What follows belongs to an exercise in optimizing a design on an open flow for small area, a short achievable clock period and few clock cycles per item; a production flow would make more cautious choices. At most, simulation tests tie the RTL to the original design; equivalence was not proved.

Setup of JK:
==> flow/design.v <==
module srn_sipround (
    input  wire        second,     
    input  wire [63:0] p_i,
    input  wire [63:0] q_i,
    input  wire [63:0] r_i,
    input  wire [63:0] s_i,
    output wire [63:0] x_o,
    output wire [63:0] y_o,
    output wire [63:0] qr_o,
    output wire [63:0] sr_o
);
    srn_add64 u_x (.a(p_i), .b(q_i), .s(x_o));
    srn_add64 u_y (.a(r_i), .b(s_i), .s(y_o));
    assign qr_o = second ? {q_i[46:0], q_i[63:47]}       
                         : {q_i[50:0], q_i[63:51]};      
    assign sr_o = second ? {s_i[42:0], s_i[63:43]}       
                         : {s_i[47:0], s_i[63:48]};      
endmodule
module srn_add64 (
    input  wire [63:0] a,
    input  wire [63:0] b,
    output wire [63:0] s
);
    wire [447:0] g, p;
    assign g[63:0] = a & b;
    assign p[63:0] = a ^ b;
    genvar l, i;
    generate
        for (l = 0; l < 6; l = l + 1) begin : lv
            for (i = 0; i < 64; i = i + 1) begin : bt
                if ((i >> l) & 1) begin : comb
                    localparam integer J = ((i >> l) << l) - 1;
                    assign g[64*(l+1) + i] = g[64*l + i] | (p[64*l + i] & g[64*l + J]);
                    assign p[64*(l+1) + i] = p[64*l + i] & p[64*l + J];
                end else begin : pass
                    assign g[64*(l+1) + i] = g[64*l + i];
                    assign p[64*(l+1) + i] = p[64*l + i];
                end
            end
        end
    endgenerate
    assign s = p[63:0] ^ {g[64*6 +: 63], 1'b0};
endmodule
module srn_place (
    input  wire         clk,
    input  wire         rst,           
    input  wire         key_load,      
    input  wire [127:0] key,           
    input  wire         req_valid,
    output wire         req_ready,
    input  wire [15:0]  req_frame,
    input  wire [8:0]   req_block,
    input  wire [7:0]   req_tweak,
    input  wire [5:0]   req_line,
    output wire         resp_valid,
    input  wire         resp_ready,
    output wire [5:0]   resp_chan
);
    localparam [63:0] C0 = 64'h736f6d6570736575;
    localparam [63:0] C1 = 64'h646f72616e646f6d;
    localparam [63:0] C2 = 64'h6c7967656e657261;
    localparam [63:0] C3 = 64'h7465646279746573;
    localparam [63:0] M1 = 64'h0800000000000000;
    localparam [23:0] SB = {3'd2, 3'd5, 3'd3, 3'd0, 3'd7, 3'd1, 3'd4, 3'd6};
    reg  [127:0] kb;
    wire [63:0]  k0 = kb[63:0];
    wire [63:0]  k1 = kb[127:64];
    reg  [32:0]  tag;           
    reg          tag_ok;        
    reg          pending;       
    reg          rdy;
    reg  [6:0]   q_mem [0:15];  
    reg  [4:0]   q_wp, q_rp;
    wire [32:0]  req_tag = {req_tweak, req_block, req_frame};
    wire         accept  = req_valid & rdy;
    wire         new_blk = ~tag_ok | (req_tag != tag);
    reg  [63:0]  p, q, r, s;
    reg  [3:0]   hc;            
    reg          hrun;
    reg  [32:0]  mt;            
    reg  [17:0]  hs0, hs1, hs2;
    reg  [2:0]   h_at, h_wr;
    reg  [1:0]   nh;
    wire         ok1 = (nh != 2'd0);
    wire [63:0]  m0_new = {24'd0, tag[32:25], 7'd0, tag[24:16], tag[15:0]};
    wire [63:0]  m0     = {24'd0, mt[32:25], 7'd0, mt[24:16], mt[15:0]};
    wire [63:0]  x, y, qr, sr;
    srn_sipround u_half (
        .second(hc[0]),
        .p_i(p), .q_i(q), .r_i(r), .s_i(s),
        .x_o(x), .y_o(y), .qr_o(qr), .sr_o(sr)
    );
    wire [63:0]  p_inj = (hc == 4'd3) ? m0 : (hc == 4'd7) ? M1 : 64'd0;
    wire [63:0]  r_inj = (hc == 4'd7) ? 64'h00000000000000ff : 64'd0;
    wire [63:0]  s_inj = (hc == 4'd3) ? M1 : 64'd0;
    wire [63:0]  p_n = y ^ p_inj;
    wire [63:0]  q_n = qr ^ x;
    wire [63:0]  r_n = {x[31:0], x[63:32]} ^ r_inj;
    wire [63:0]  s_n = (sr ^ s_inj) ^ y;
    wire         fin    = hrun & (hc == 4'd15);
    wire [17:0]  h_fin  = (qr[17:0] ^ sr[17:0]) ^ x[17:0] ^ x[49:32];
    wire         start  = pending & (~hrun | fin) & ~ok1;
    wire [6:0]   head   = q_mem[q_rp[3:0]];
    wire         q_any  = (q_wp != q_rp);
    reg          f1_v, f2_v;
    reg  [5:0]   f1_lr, f2_lr;
    reg  [8:0]   f2_k;           
    reg  [5:0]   chan_r;
    reg          resp_valid_r;
    wire         out_free = ~resp_valid_r | resp_ready;
    wire         s2_free  = ~f2_v | out_free;
    wire         s1_free  = ~f1_v | s2_free;
    wire         pop      = q_any & (~head[6] | ok1) & s1_free;
    wire         fpop     = pop & head[6];
    wire         s1_adv   = f1_v & s2_free;
    wire         s2_adv   = f2_v & out_free;
    wire [2:0]   h_sel    = head[6] ? {h_at[1:0], h_at[2]} : h_at;
    wire [17:0]  hk       = ({18{h_sel[0]}} & hs0) | ({18{h_sel[1]}} & hs1) |
                            ({18{h_sel[2]}} & hs2);
    wire [17:0]  f1_k     = ({18{h_at[0]}} & hs0) | ({18{h_at[1]}} & hs1) |
                            ({18{h_at[2]}} & hs2);
    reg [2:0] fl, fr, ft, gl, gr, gt, el, er, et;
    integer i;
    always @(*) begin
        fl = head[5:3];
        fr = head[2:0];
        for (i = 0; i < 1; i = i + 1) begin
            ft = fl ^ SB[3*(fr ^ hk[3*i +: 3]) +: 3];
            fl = fr;
            fr = ft;
        end
        gl = f1_lr[5:3];
        gr = f1_lr[2:0];
        for (i = 0; i < 2; i = i + 1) begin
            gt = gl ^ SB[3*(gr ^ f1_k[3*i+3 +: 3]) +: 3];
            gl = gr;
            gr = gt;
        end
        el = f2_lr[5:3];
        er = f2_lr[2:0];
        for (i = 0; i < 3; i = i + 1) begin
            et = el ^ SB[3*(er ^ f2_k[3*i +: 3]) +: 3];
            el = er;
            er = et;
        end
    end
    assign req_ready  = rdy;
    assign resp_valid = resp_valid_r;
    assign resp_chan  = chan_r;
    reg          q_15, q_16;
    wire         full_n  = (q_15 & accept & ~pop) | (q_16 & ~pop);
    wire         pend_n  = (pending & ~start) | (accept & new_blk);
    wire         run_n   = start | (hrun & ~fin);
    wire [3:0]   hc_n    = start ? 4'd0 : hc + 4'd1;
    always @(posedge clk) begin
        if (key_load)
            kb <= key;
    end
    always @(posedge clk) begin
        if (accept) begin
            tag <= req_tag;
            q_mem[q_wp[3:0]] <= {new_blk, req_line};
        end
        if (pop) begin
            f1_lr <= {fl, fr};
        end
        if (s1_adv) begin
            f2_lr <= {gl, gr};
            f2_k  <= f1_k[17:9];
        end
        if (s2_adv)
            chan_r <= {el, er};
    end
    always @(posedge clk) begin
        if (rst) begin
            q_wp         <= 5'd0;
            q_rp         <= 5'd0;
            q_15         <= 1'b0;
            q_16         <= 1'b0;
            h_at         <= 3'b001;
            h_wr         <= 3'b010;
            nh           <= 2'd0;
            pending      <= 1'b0;
            tag_ok       <= 1'b0;
            rdy          <= 1'b1;
            hrun         <= 1'b0;
            f1_v         <= 1'b0;
            f2_v         <= 1'b0;
            resp_valid_r <= 1'b0;
        end else begin
            q_wp    <= q_wp + {4'd0, accept};
            q_rp    <= q_rp + {4'd0, pop};
            if (accept != pop) begin
                q_15 <= accept ? (q_wp - q_rp == 5'd14) : q_16;
                q_16 <= accept & q_15;
            end
            pending <= pend_n;
            hrun    <= run_n;
            rdy     <= ~pend_n & ~full_n;
            if (key_load)
                tag_ok <= 1'b0;
            else if (accept)
                tag_ok <= 1'b1;
            if (fpop)
                h_at <= {h_at[1:0], h_at[2]};
            if (fin)
                h_wr <= {h_wr[1:0], h_wr[2]};
            if (fin & ~fpop)
                nh <= nh + 2'd1;
            else if (fpop & ~fin)
                nh <= nh - 2'd1;
            f1_v <= pop | (f1_v & ~s2_free);
            f2_v <= s1_adv | (f2_v & ~out_free);
            resp_valid_r <= s2_adv | (resp_valid_r & ~resp_ready);
        end
    end
    always @(posedge clk) begin
        hc <= hc_n;
        if (start) begin
            p  <= k0 ^ C0;
            q  <= k1 ^ C1;
            r  <= k0 ^ C2;
            s  <= k1 ^ C3 ^ m0_new;
            mt <= tag;
        end else begin
            p <= p_n;
            q <= q_n;
            r <= r_n;
            s <= s_n;
        end
        if (fin & h_wr[0])
            hs0 <= h_fin;
        if (fin & h_wr[1])
            hs1 <= h_fin;
        if (fin & h_wr[2])
            hs2 <= h_fin;
    end
endmodule
clock: 12.0 ns
lec_check: 0
cap_margin: 20
core_margin: 2
core_utilization: 40
cts_cluster_diameter: 100
cts_cluster_size: 20
slew_margin: 20
standard.sh (not shown) runs the stock make flow with config.mk's settings and CLKGATE_MAP_FILE= SYNTH_SCRIPT=/design/flow/synth_recipe.tcl, a recipe that flattens the netlist after the stock synthesis.
==> flow/flow/run.sh <==
#!/bin/bash
set -euo pipefail
SETUP_MARGIN=$(cat flow/setup_margin.txt)
bash standard.sh \
    "SETUP_SLACK_MARGIN=${SETUP_MARGIN}" \
    "BUFFER_PORTS_ARGS=-buffer_cell sky130_fd_sc_hd__buf_1" \
    finish > standard_flow.log 2>&1
test -s out/final.def
==> flow/flow/setup_margin.txt <==
8.3
JK completed end to end with timing, DRC and antenna clean.
Testbench counts of JK, summed over its fixed seeds: cycles 9,141, items 4,800.
Inputs modified between JK and MS:
--- a/flow/design.v
+++ b/flow/design.v
@@ -8,39 +8,14 @@
     output wire [63:0] y_o,
     output wire [63:0] qr_o,
     output wire [63:0] sr_o
 );
-    srn_add64 u_x (.a(p_i), .b(q_i), .s(x_o));
-    srn_add64 u_y (.a(r_i), .b(s_i), .s(y_o));
+    assign x_o  = p_i + q_i;
+    assign y_o  = r_i + s_i;
     assign qr_o = second ? {q_i[46:0], q_i[63:47]}       
                          : {q_i[50:0], q_i[63:51]};      
     assign sr_o = second ? {s_i[42:0], s_i[63:43]}       
                          : {s_i[47:0], s_i[63:48]};      
-endmodule
-module srn_add64 (
-    input  wire [63:0] a,
-    input  wire [63:0] b,
-    output wire [63:0] s
-);
-    wire [447:0] g, p;
-    assign g[63:0] = a & b;
-    assign p[63:0] = a ^ b;
-    genvar l, i;
-    generate
-        for (l = 0; l < 6; l = l + 1) begin : lv
-            for (i = 0; i < 64; i = i + 1) begin : bt
-                if ((i >> l) & 1) begin : comb
-                    localparam integer J = ((i >> l) << l) - 1;
-                    assign g[64*(l+1) + i] = g[64*l + i] | (p[64*l + i] & g[64*l + J]);
-                    assign p[64*(l+1) + i] = p[64*l + i] & p[64*l + J];
-                end else begin : pass
-                    assign g[64*(l+1) + i] = g[64*l + i];
-                    assign p[64*(l+1) + i] = p[64*l + i];
-                end
-            end
-        end
-    endgenerate
-    assign s = p[63:0] ^ {g[64*6 +: 63], 1'b0};
 endmodule
 module srn_place (
     input  wire         clk,
     input  wire         rst,           
@@ -103,9 +78,9 @@
     wire [6:0]   head   = q_mem[q_rp[3:0]];
     wire         q_any  = (q_wp != q_rp);
     reg          f1_v, f2_v;
     reg  [5:0]   f1_lr, f2_lr;
-    reg  [8:0]   f2_k;           
+    reg  [5:0]   f2_k;           
     reg  [5:0]   chan_r;
     reg          resp_valid_r;
     wire         out_free = ~resp_valid_r | resp_ready;
     wire         s2_free  = ~f2_v | out_free;
@@ -130,16 +105,16 @@
             fr = ft;
         end
         gl = f1_lr[5:3];
         gr = f1_lr[2:0];
-        for (i = 0; i < 2; i = i + 1) begin
+        for (i = 0; i < 3; i = i + 1) begin
             gt = gl ^ SB[3*(gr ^ f1_k[3*i+3 +: 3]) +: 3];
             gl = gr;
             gr = gt;
         end
         el = f2_lr[5:3];
         er = f2_lr[2:0];
-        for (i = 0; i < 3; i = i + 1) begin
+        for (i = 0; i < 2; i = i + 1) begin
             et = el ^ SB[3*(er ^ f2_k[3*i +: 3]) +: 3];
             el = er;
             er = et;
         end
@@ -165,9 +140,9 @@
             f1_lr <= {fl, fr};
         end
         if (s1_adv) begin
             f2_lr <= {gl, gr};
-            f2_k  <= f1_k[17:9];
+            f2_k  <= f1_k[17:12];
         end
         if (s2_adv)
             chan_r <= {el, er};
     end
==> comparison <==
Worst-case setup margin in the final layout delta (MS − JK): favourable. Looking only at share of the synthesized area in compound gates (AO/OA/AOI/OAI), and setting everything else aside, the higher value of MS and JK goes to MS. Changes observed in MS relative to JK: synthesized instance count increased by 13% relative to the old numbers; number of cells in the finished layout apart from fillers increased by 356 relative to the old numbers; global-route wire length before repair increased by 19000 um relative to the old numbers. Comparing MS and JK, maximum net fanout on the critical path is lower on JK. Of MS and JK, the higher violation count after the first detailed-routing iteration belongs to MS. Final wirelength, MS and JK: larger value in MS. Number of sequential cells shrinks slightly when moving from JK to MS.
Testbench counts of MS, summed over its fixed seeds: cycles 9,141, items 4,800.

========
srn_place, a different RTL version from the one above (not shown whole).
For scale: ~670 flip-flops, roughly 34000 µm² of cells after synthesis.
==> module srn_place, before the edit <==
module srn_place (
    input  wire         clk,
    input  wire         rst,           
    input  wire         key_load,      
    input  wire [127:0] key,           
    input  wire         req_valid,
    output wire         req_ready,
    input  wire [15:0]  req_frame,
    input  wire [8:0]   req_block,
    input  wire [7:0]   req_tweak,
    input  wire [5:0]   req_line,
    output wire         resp_valid,
    input  wire         resp_ready,
    output wire [5:0]   resp_chan
);
    localparam [63:0] C0 = 64'h736f6d6570736575;
    localparam [63:0] C1 = 64'h646f72616e646f6d;
    localparam [63:0] C2 = 64'h6c7967656e657261;
    localparam [63:0] C3 = 64'h7465646279746573;
    localparam [63:0] M1 = 64'h0800000000000000;
    localparam [23:0] SB = {3'd2, 3'd5, 3'd3, 3'd0, 3'd7, 3'd1, 3'd4, 3'd6};
    reg  [127:0] kb;
    wire [63:0]  k0 = kb[63:0];
    wire [63:0]  k1 = kb[127:64];
    reg  [32:0]  tag;           
    reg          tag_ok;        
    reg          pending;       
    reg          rdy;
    reg  [6:0]   q_mem [0:15];  
    reg  [4:0]   q_wp, q_rp;
    wire [32:0]  req_tag = {req_tweak, req_block, req_frame};
    wire         accept  = req_valid & rdy;
    wire         new_blk = ~tag_ok | (req_tag != tag);
    reg  [63:0]  p, q, r, s;
    reg  [3:0]   hc;            
    reg          hrun;
    reg  [32:0]  mt;            
    reg  [17:0]  hs0, hs1, hs2;
    reg  [2:0]   h_at, h_wr;
    reg  [1:0]   nh;
    wire         ok1 = (nh != 2'd0);
    wire [63:0]  m0_new = {24'd0, tag[32:25], 7'd0, tag[24:16], tag[15:0]};
    wire [63:0]  m0     = {24'd0, mt[32:25], 7'd0, mt[24:16], mt[15:0]};
    wire [63:0]  x, y, qr, sr;
    srn_sipround u_half (
        .second(hc[0]),
        .p_i(p), .q_i(q), .r_i(r), .s_i(s),
        .x_o(x), .y_o(y), .qr_o(qr), .sr_o(sr)
    );
    wire [63:0]  p_inj = (hc == 4'd3) ? m0 : (hc == 4'd7) ? M1 : 64'd0;
    wire [63:0]  r_inj = (hc == 4'd7) ? 64'h00000000000000ff : 64'd0;
    wire [63:0]  s_inj = (hc == 4'd3) ? M1 : 64'd0;
    wire [63:0]  p_n = y ^ p_inj;
    wire [63:0]  q_n = qr ^ x;
    wire [63:0]  r_n = {x[31:0], x[63:32]} ^ r_inj;
    wire [63:0]  s_n = (sr ^ s_inj) ^ y;
    wire         fin    = hrun & (hc == 4'd15);
    wire [17:0]  h_fin  = y[17:0] ^ q_n[17:0] ^ x[49:32] ^ s_n[17:0];
    wire         start  = pending & (~hrun | fin) & ~ok1;
    wire [6:0]   head   = q_mem[q_rp[3:0]];
    wire         q_any  = (q_wp != q_rp);
    reg          f1_v;
    reg  [5:0]   f1_lr;
    reg  [11:0]  f1_k;           
    reg  [5:0]   chan_r;
    reg          resp_valid_r;
    wire         out_free = ~resp_valid_r | resp_ready;
    wire         s1_free  = ~f1_v | out_free;
    wire         pop      = q_any & (~head[6] | ok1) & s1_free;
    wire         fpop     = pop & head[6];
    wire         s1_adv   = f1_v & out_free;
    wire [2:0]   h_sel    = head[6] ? {h_at[1:0], h_at[2]} : h_at;
    wire [17:0]  hk       = ({18{h_sel[0]}} & hs0) | ({18{h_sel[1]}} & hs1) |
                            ({18{h_sel[2]}} & hs2);
    reg [2:0] fl, fr, ft, gl, gr, gt;
    integer i;
    always @(*) begin
        fl = head[5:3];
        fr = head[2:0];
        for (i = 0; i < 2; i = i + 1) begin
            ft = fl ^ SB[3*(fr ^ hk[3*i +: 3]) +: 3];
            fl = fr;
            fr = ft;
        end
        gl = f1_lr[5:3];
        gr = f1_lr[2:0];
        for (i = 0; i < 4; i = i + 1) begin
            gt = gl ^ SB[3*(gr ^ f1_k[3*i +: 3]) +: 3];
            gl = gr;
            gr = gt;
        end
    end
    assign req_ready  = rdy;
    assign resp_valid = resp_valid_r;
    assign resp_chan  = chan_r;
    reg          q_15, q_16;
    wire         full_n  = (q_15 & accept & ~pop) | (q_16 & ~pop);
    wire         pend_n  = (pending & ~start) | (accept & new_blk);
    wire         run_n   = start | (hrun & ~fin);
    wire [3:0]   hc_n    = start ? 4'd0 : hc + 4'd1;
    always @(posedge clk) begin
        if (key_load)
            kb <= key;
    end
    always @(posedge clk) begin
        if (accept) begin
            tag <= req_tag;
            q_mem[q_wp[3:0]] <= {new_blk, req_line};
        end
        if (pop) begin
            f1_lr <= {fl, fr};
            f1_k  <= hk[17:6];
        end
        if (s1_adv)
            chan_r <= {gl, gr};
    end
    always @(posedge clk) begin
        if (rst) begin
            q_wp         <= 5'd0;
            q_rp         <= 5'd0;
            q_15         <= 1'b0;
            q_16         <= 1'b0;
            h_at         <= 3'b001;
            h_wr         <= 3'b010;
            nh           <= 2'd0;
            pending      <= 1'b0;
            tag_ok       <= 1'b0;
            rdy          <= 1'b1;
            hrun         <= 1'b0;
            f1_v         <= 1'b0;
            resp_valid_r <= 1'b0;
        end else begin
            q_wp    <= q_wp + {4'd0, accept};
            q_rp    <= q_rp + {4'd0, pop};
            if (accept != pop) begin
                q_15 <= accept ? (q_wp - q_rp == 5'd14) : q_16;
                q_16 <= accept & q_15;
            end
            pending <= pend_n;
            hrun    <= run_n;
            rdy     <= ~pend_n & ~full_n;
            if (key_load)
                tag_ok <= 1'b0;
            else if (accept)
                tag_ok <= 1'b1;
            if (fpop)
                h_at <= {h_at[1:0], h_at[2]};
            if (fin)
                h_wr <= {h_wr[1:0], h_wr[2]};
            if (fin & ~fpop)
                nh <= nh + 2'd1;
            else if (fpop & ~fin)
                nh <= nh - 2'd1;
            f1_v <= pop | (f1_v & ~out_free);
            resp_valid_r <= s1_adv | (resp_valid_r & ~resp_ready);
        end
    end
    always @(posedge clk) begin
        hc <= hc_n;
        if (start) begin
            p  <= k0 ^ C0;
            q  <= k1 ^ C1;
            r  <= k0 ^ C2;
            s  <= k1 ^ C3 ^ m0_new;
            mt <= tag;
        end else begin
            p <= p_n;
            q <= q_n;
            r <= r_n;
            s <= s_n;
        end
        if (fin & h_wr[0])
            hs0 <= h_fin;
        if (fin & h_wr[1])
            hs1 <= h_fin;
        if (fin & h_wr[2])
            hs2 <= h_fin;
    end
endmodule
==> flow/config.mk <==
export PLATFORM = sky130hd
export DESIGN_NAME = srn_place
export DESIGN_NICKNAME = srn_place
export VERILOG_FILES = /design/flow/design.v
export SDC_FILE = /design/flow/constraint.sdc
export NUM_CORES = 4
export LEC_CHECK = 0
export CAP_MARGIN = 20
export CORE_MARGIN = 2
export CORE_UTILIZATION = 40
export SLEW_MARGIN = 20
==> flow/constraint.sdc <==
create_clock -name core_clock -period 12.0 [get_ports {clk}]
set_input_delay 2.4000 -clock core_clock [delete_from_list [all_inputs] [get_ports {clk}]]
set_output_delay 2.4000 -clock core_clock [all_outputs]
set_load 0.01 [all_outputs]
run.sh (not shown) runs the stock make flow with config.mk's settings and CLKGATE_MAP_FILE= SYNTH_SCRIPT=/design/flow/synth_recipe.tcl, a recipe that flattens the netlist after the stock synthesis.
Stock flow here: none of the scripts above is used.
The first run went through all stages and came out clean.
Testbench counts at the start, summed over its fixed seeds: cycles 9,133, items 4,800.
Rerun with:
--- a/flow/design.v
+++ b/flow/design.v
@@ -46,18 +46,16 @@
     reg          rdy;
     reg  [6:0]   q_mem [0:15];  
     reg  [4:0]   q_wp, q_rp;
     wire [32:0]  req_tag = {req_tweak, req_block, req_frame};
-    wire         accept  = req_valid & rdy;
+    wire         accept  = req_valid & rdy & ~rst;
     wire         new_blk = ~tag_ok | (req_tag != tag);
     reg  [63:0]  p, q, r, s;
     reg  [3:0]   hc;            
     reg          hrun;
     reg  [32:0]  mt;            
-    reg  [17:0]  hs0, hs1, hs2;
-    reg  [2:0]   h_at, h_wr;
-    reg  [1:0]   nh;
-    wire         ok1 = (nh != 2'd0);
+    reg  [17:0]  h_cur, h_n1, h_n2;
+    reg          ok1, ok2;
     wire [63:0]  m0_new = {24'd0, tag[32:25], 7'd0, tag[24:16], tag[15:0]};
     wire [63:0]  m0     = {24'd0, mt[32:25], 7'd0, mt[24:16], mt[15:0]};
     wire [63:0]  x, y, qr, sr;
     srn_sipround u_half (
@@ -86,11 +84,9 @@
     wire         s1_free  = ~f1_v | out_free;
     wire         pop      = q_any & (~head[6] | ok1) & s1_free;
     wire         fpop     = pop & head[6];
     wire         s1_adv   = f1_v & out_free;
-    wire [2:0]   h_sel    = head[6] ? {h_at[1:0], h_at[2]} : h_at;
-    wire [17:0]  hk       = ({18{h_sel[0]}} & hs0) | ({18{h_sel[1]}} & hs1) |
-                            ({18{h_sel[2]}} & hs2);
+    wire [17:0]  hk       = head[6] ? h_n1 : h_cur;
     reg [2:0] fl, fr, ft, gl, gr, gt;
     integer i;
     always @(*) begin
         fl = head[5:3];
@@ -110,10 +106,11 @@
     end
     assign req_ready  = rdy;
     assign resp_valid = resp_valid_r;
     assign resp_chan  = chan_r;
-    reg          q_15, q_16;
-    wire         full_n  = (q_15 & accept & ~pop) | (q_16 & ~pop);
+    wire [4:0]   q_wp_n  = q_wp + {4'd0, accept};
+    wire [4:0]   q_rp_n  = q_rp + {4'd0, pop};
+    wire [4:0]   q_cnt_n = q_wp_n - q_rp_n;
     wire         pend_n  = (pending & ~start) | (accept & new_blk);
     wire         run_n   = start | (hrun & ~fin);
     wire [3:0]   hc_n    = start ? 4'd0 : hc + 4'd1;
     always @(posedge clk) begin
@@ -135,41 +132,28 @@
     always @(posedge clk) begin
         if (rst) begin
             q_wp         <= 5'd0;
             q_rp         <= 5'd0;
-            q_15         <= 1'b0;
-            q_16         <= 1'b0;
-            h_at         <= 3'b001;
-            h_wr         <= 3'b010;
-            nh           <= 2'd0;
             pending      <= 1'b0;
             tag_ok       <= 1'b0;
             rdy          <= 1'b1;
             hrun         <= 1'b0;
+            ok1          <= 1'b0;
+            ok2          <= 1'b0;
             f1_v         <= 1'b0;
             resp_valid_r <= 1'b0;
         end else begin
-            q_wp    <= q_wp + {4'd0, accept};
-            q_rp    <= q_rp + {4'd0, pop};
-            if (accept != pop) begin
-                q_15 <= accept ? (q_wp - q_rp == 5'd14) : q_16;
-                q_16 <= accept & q_15;
-            end
+            q_wp    <= q_wp_n;
+            q_rp    <= q_rp_n;
             pending <= pend_n;
             hrun    <= run_n;
-            rdy     <= ~pend_n & ~full_n;
+            rdy     <= ~pend_n & ~q_cnt_n[4];
             if (key_load)
                 tag_ok <= 1'b0;
             else if (accept)
                 tag_ok <= 1'b1;
-            if (fpop)
-                h_at <= {h_at[1:0], h_at[2]};
-            if (fin)
-                h_wr <= {h_wr[1:0], h_wr[2]};
-            if (fin & ~fpop)
-                nh <= nh + 2'd1;
-            else if (fpop & ~fin)
-                nh <= nh - 2'd1;
+            ok1  <= (fpop ? ok2 : ok1) | fin;
+            ok2  <= (~fpop & ok2) | (fin & (fpop ? ok2 : ok1));
             f1_v <= pop | (f1_v & ~out_free);
             resp_valid_r <= s1_adv | (resp_valid_r & ~resp_ready);
         end
     end
@@ -186,12 +170,14 @@
             q <= q_n;
             r <= r_n;
             s <= s_n;
         end
-        if (fin & h_wr[0])
-            hs0 <= h_fin;
-        if (fin & h_wr[1])
-            hs1 <= h_fin;
-        if (fin & h_wr[2])
-            hs2 <= h_fin;
+        if (fpop) begin
+            h_cur <= h_n1;
+            h_n1  <= h_n2;
+        end
+        if (fin & ~(fpop ? ok2 : ok1))
+            h_n1 <= h_fin;
+        if (fin & (fpop ? ok2 : ok1))
+            h_n2 <= h_fin;
     end
 endmodule
Outcome: Final area hardly moves. Cell count stays flat. Wire length drops by a few percent. Fmax drops by roughly a tenth. Utilization stays flat. Setup slack gets worse by 510 ps. Sequential cell count drops by 8.
The RTL of the second run of this note was laid out without a check of its function.

separate check: timing with driven ports:
How much do the figures lean on ideal ports? The routed layouts below were timed once more, with nothing changed but the port constraints.
Step 1 sets driving cells, clkbuf_16 on the clock port and buf_2 on the other inputs (assumed; they add their load-dependent delay and slew).
Step 2 times the ports against the registers' clock, not the clock port: input delays grow and output delays shrink by t, the midpoint of the rising clock arrivals with the driver on.
a / b / c = ideal ports / drivers / drivers and shift; a / b = the first two.
| run | t (ns) | slack for setup (ns) | latest minus earliest clock arrival (ns) |
|---|---|---|---|
| JK | 0.681 | 8.220 / 8.220 / 7.716 | 0.057 / 0.057 |
| MS | 0.673 | 8.283 / 8.283 / 7.718 | 0.047 / 0.047 |
| the first run of note 2 | 0.706 | 7.380 / 7.380 / 6.893 | 0.049 / 0.049 |
| the second run of note 2 | 0.707 | 6.873 / 6.921 / 6.215 | 0.056 / 0.055 |
After both steps every run listed still meets setup and hold. For the second run of note 2, which loses most, drivers alone change the setup slack by +0.048 ns; drivers and shift together by -0.658 ns.
